What follows belongs to an exercise in optimizing a design on an open flow for small area, a short achievable clock period and few clock cycles; a production flow would make more cautious choices. In this exercise RTL edits were held to simulation tests only and were not proved equivalent to the original.

// sha256_engine
module sha256_engine (
    input  wire         clk,
    input  wire         rst,           
    input  wire         blk_valid,
    output wire         blk_ready,
    input  wire         blk_first,     
    input  wire [511:0] blk_data,      
    output reg          dig_valid,
    output wire [255:0] digest         
);
For scale: ~1100 flip-flops, roughly 770 I/O pins, about 53000 µm² of cells after synthesis.
clock: 11.0 ns
lec_check: 0
cap_margin: 20
core_margin: 2
core_utilization: 40
cts_cluster_diameter: 120
cts_cluster_size: 24
place_density: 0.6
slew_margin: 20
standard.sh (not shown) runs the stock make flow with config.mk's settings and CLKGATE_MAP_FILE= SYNTH_SCRIPT=/design/flow/synth_recipe.tcl, a recipe that flattens the netlist after the stock synthesis.
==> flow/flow/run.sh <==
#!/bin/bash
# The standard layout (standard.sh), with timing repair asked to
# overfix setup by SETUP_SLACK_MARGIN ns; the clock and constraints are
# the design's. The make output goes to standard_flow.log, each ORFS step's
# log to orfs/logs.
set -euo pipefail
export SETUP_SLACK_MARGIN=6
# every port still gets a buffer, of the smallest buffer cell
export BUFFER_PORTS_ARGS="-buffer_cell sky130_fd_sc_hd__buf_1"
bash standard.sh > standard_flow.log 2>&1
Testbench counts at the start, summed over its fixed seeds: cycles 12,504.
Change:
- CTS_CLUSTER_DIAMETER: 120 -> unset
- CTS_CLUSTER_SIZE: 24 -> unset
Synthesized area does not change; design area is higher by 3.8%; cell count rises by 1.7%.


run 1:
sha256_engine, a different RTL version from the one above (not shown whole).
Size: about 770 I/O pins, about 54000 um^2 of cells after synthesis.
clock: 11.0 ns
lec_check: 0
cap_margin: 20
core_margin: 2
core_utilization: 40
cts_cluster_diameter: 120
cts_cluster_size: 24
place_density: 0.6
slew_margin: 20
synth_hierarchical: 1
synth_minimum_keep_size: 0
==> flow/flow/run.sh <==
#!/bin/bash
# The standard layout (standard.sh), with timing repair asked to
# overfix setup by SETUP_SLACK_MARGIN ns; the clock and constraints are
# the design's. The make output goes to standard_flow.log, each ORFS step's
# log to orfs/logs.
set -euo pipefail
export SETUP_SLACK_MARGIN=7.5
# every port still gets a buffer, of the smallest buffer cell
export BUFFER_PORTS_ARGS="-buffer_cell sky130_fd_sc_hd__buf_1"
bash standard.sh > standard_flow.log 2>&1
Testbench counts of run 1, summed over its fixed seeds: cycles 12,504.
Inputs modified between run 1 and run 2:
diff --git a/flow/flow/run.sh b/flow/flow/run.sh
--- a/flow/flow/run.sh
+++ b/flow/flow/run.sh
@@ -5,5 +5,5 @@
 # log to orfs/logs.
 set -euo pipefail
-export SETUP_SLACK_MARGIN=7.5
+export SETUP_SLACK_MARGIN=7
 # every port still gets a buffer, of the smallest buffer cell
 export BUFFER_PORTS_ARGS="-buffer_cell sky130_fd_sc_hd__buf_1"
==> run summary <==
Area: run 2 vs run 1 -> run 2 smaller
On count of non-CTS buffers in the layout, the lower figure sits with run 2, not run 1.
Taking run 1 as the reference, in run 2 source-to-sink clock delay at the later pin of the worst-skew pair closely matched the old numbers; share of the clock period used by the worst path after layout decreased by 0.97 points relative to the old numbers.
Run 1 → run 2: clock buffer count lost 6; overall routed net length lost 5.8 mm; per-cell via count in the routed design lost 0.048; number of post-CTS setup repair buffers lost about 80%; area growth from synthesis to layout lost 6.8 points.
Setup changes, run 2 to run 3
diff --git a/flow/flow/run.sh b/flow/flow/run.sh
--- a/flow/flow/run.sh
+++ b/flow/flow/run.sh
@@ -5,5 +5,5 @@
 # log to orfs/logs.
 set -euo pipefail
-export SETUP_SLACK_MARGIN=7
+export SETUP_SLACK_MARGIN=6.5
 # every port still gets a buffer, of the smallest buffer cell
 export BUFFER_PORTS_ARGS="-buffer_cell sky130_fd_sc_hd__buf_1"
diff --git a/flow/config.mk b/flow/config.mk
--- a/flow/config.mk
+++ b/flow/config.mk
@@ -8,8 +8,8 @@
 export CAP_MARGIN = 20
 export CORE_MARGIN = 2
-export CORE_UTILIZATION = 40
+export CORE_UTILIZATION = 48
 export CTS_CLUSTER_DIAMETER = 120
 export CTS_CLUSTER_SIZE = 24
-export PLACE_DENSITY = 0.6
+export PLACE_DENSITY = 0.65
 export SLEW_MARGIN = 20
 export SYNTH_HIERARCHICAL = 1
Compared to run 2, the router laid down less metal wire for run 3. Against run 2, run 3 comes in 5 higher on count of clock buffers in the final design.
Here is what was changed in the inputs of run 4 compared with run 3.
diff --git a/flow/config.mk b/flow/config.mk
--- a/flow/config.mk
+++ b/flow/config.mk
@@ -8,8 +8,8 @@
 export CAP_MARGIN = 20
 export CORE_MARGIN = 2
-export CORE_UTILIZATION = 48
+export CORE_UTILIZATION = 40
 export CTS_CLUSTER_DIAMETER = 120
 export CTS_CLUSTER_SIZE = 24
-export PLACE_DENSITY = 0.65
+export PLACE_DENSITY = 0.6
 export SLEW_MARGIN = 20
 export SYNTH_HIERARCHICAL = 1
Results
Run 4: no failed stages, no open violations at the end
Run 4 — layout clock buffer count about 2.6% lower, run 3 as reference
Summary of the comparison: routed metal-1 wire length is higher in run 4, relative to run 3.
As far as number of synthesized flops with an enable pin goes, run 3 and run 4 are indistinguishable; the numbers are identical.
Changes observed in run 4 relative to run 3: via count shows a reduction of 1125; measured slew at the worst slew-check pin shows an increase of 0.019 ns; layout cell share with drive strength beyond 1 shows a reduction of 0.32 points.
Met2 layer wire length in the routed design, run 4 vs run 3: up by a few percent
Diff run 3 -> run 4: maximum clock skew at final layout went up by 0.027 ns; cell count after placement shows an increase of about 4%.
Run 3 has higher met3 layer usage reported by global route than run 4.
Changes in run 5 relative to run 4:
diff --git a/flow/flow/run.sh b/flow/flow/run.sh
--- a/flow/flow/run.sh
+++ b/flow/flow/run.sh
@@ -5,5 +5,5 @@
 # log to orfs/logs.
 set -euo pipefail
-export SETUP_SLACK_MARGIN=6.5
+export SETUP_SLACK_MARGIN=7
 # every port still gets a buffer, of the smallest buffer cell
 export BUFFER_PORTS_ARGS="-buffer_cell sky130_fd_sc_hd__buf_1"
diff --git a/flow/config.mk b/flow/config.mk
--- a/flow/config.mk
+++ b/flow/config.mk
@@ -11,5 +11,5 @@
 export CTS_CLUSTER_DIAMETER = 120
 export CTS_CLUSTER_SIZE = 24
-export PLACE_DENSITY = 0.6
+export PLACE_DENSITY = 0.7
 export SLEW_MARGIN = 20
 export SYNTH_HIERARCHICAL = 1
[summary]
Between run 4 and run 5, worst-margin pin slew is higher for run 5, run 4 comes in under that. Run 5 against run 4: final core utilization up 1.5 points, longest individual stage delay on the worst path up 0.08 ns.

## what the ideal ports hide
Ports are ideal in the flow. The routed layouts listed here were re-timed in OpenROAD.
Step 1 sets driving cells, clkbuf_16 on the clock port and buf_2 on the other inputs (assumed; they add their load-dependent delay and slew).
Step 2 moves the port delays by t, midway between the first and last clock arrival at a register: inputs arrive t later, outputs are due t later. That takes back most of the time a late clock gives input paths.
Slacks: no drivers / after step 1 / after step 2; pairs: no drivers / after step 1.
run	t (ns)	setup slack, ns	latest minus earliest clock arrival (ns)	worst register clock-pin slew, ns	pins driven straight from the clock port
the first run of note 1	0.760	6.125 / 6.125 / 6.125	0.067 / 0.067	0.12 / 0.12	1
the second run of note 1	0.808	6.102 / 6.102 / 6.102	0.054 / 0.054	0.07 / 0.07	1
run 1	0.774	6.730 / 6.730 / 6.730	0.058 / 0.057	0.11 / 0.11	1
run 2	0.768	6.837 / 6.837 / 6.510	0.038 / 0.039	0.11 / 0.11	1
run 3	0.746	6.529 / 6.529 / 6.446	0.036 / 0.037	0.11 / 0.11	1
run 4	0.740	6.589 / 6.589 / 6.375	0.061 / 0.061	0.11 / 0.11	1
run 5	0.752	6.798 / 6.798 / 6.554	0.047 / 0.047	0.12 / 0.12	1
After both steps setup and hold are still met in every run listed. For run 2, which loses most, drivers alone change the setup slack by 0.000 ns; drivers and shift together by -0.327 ns.
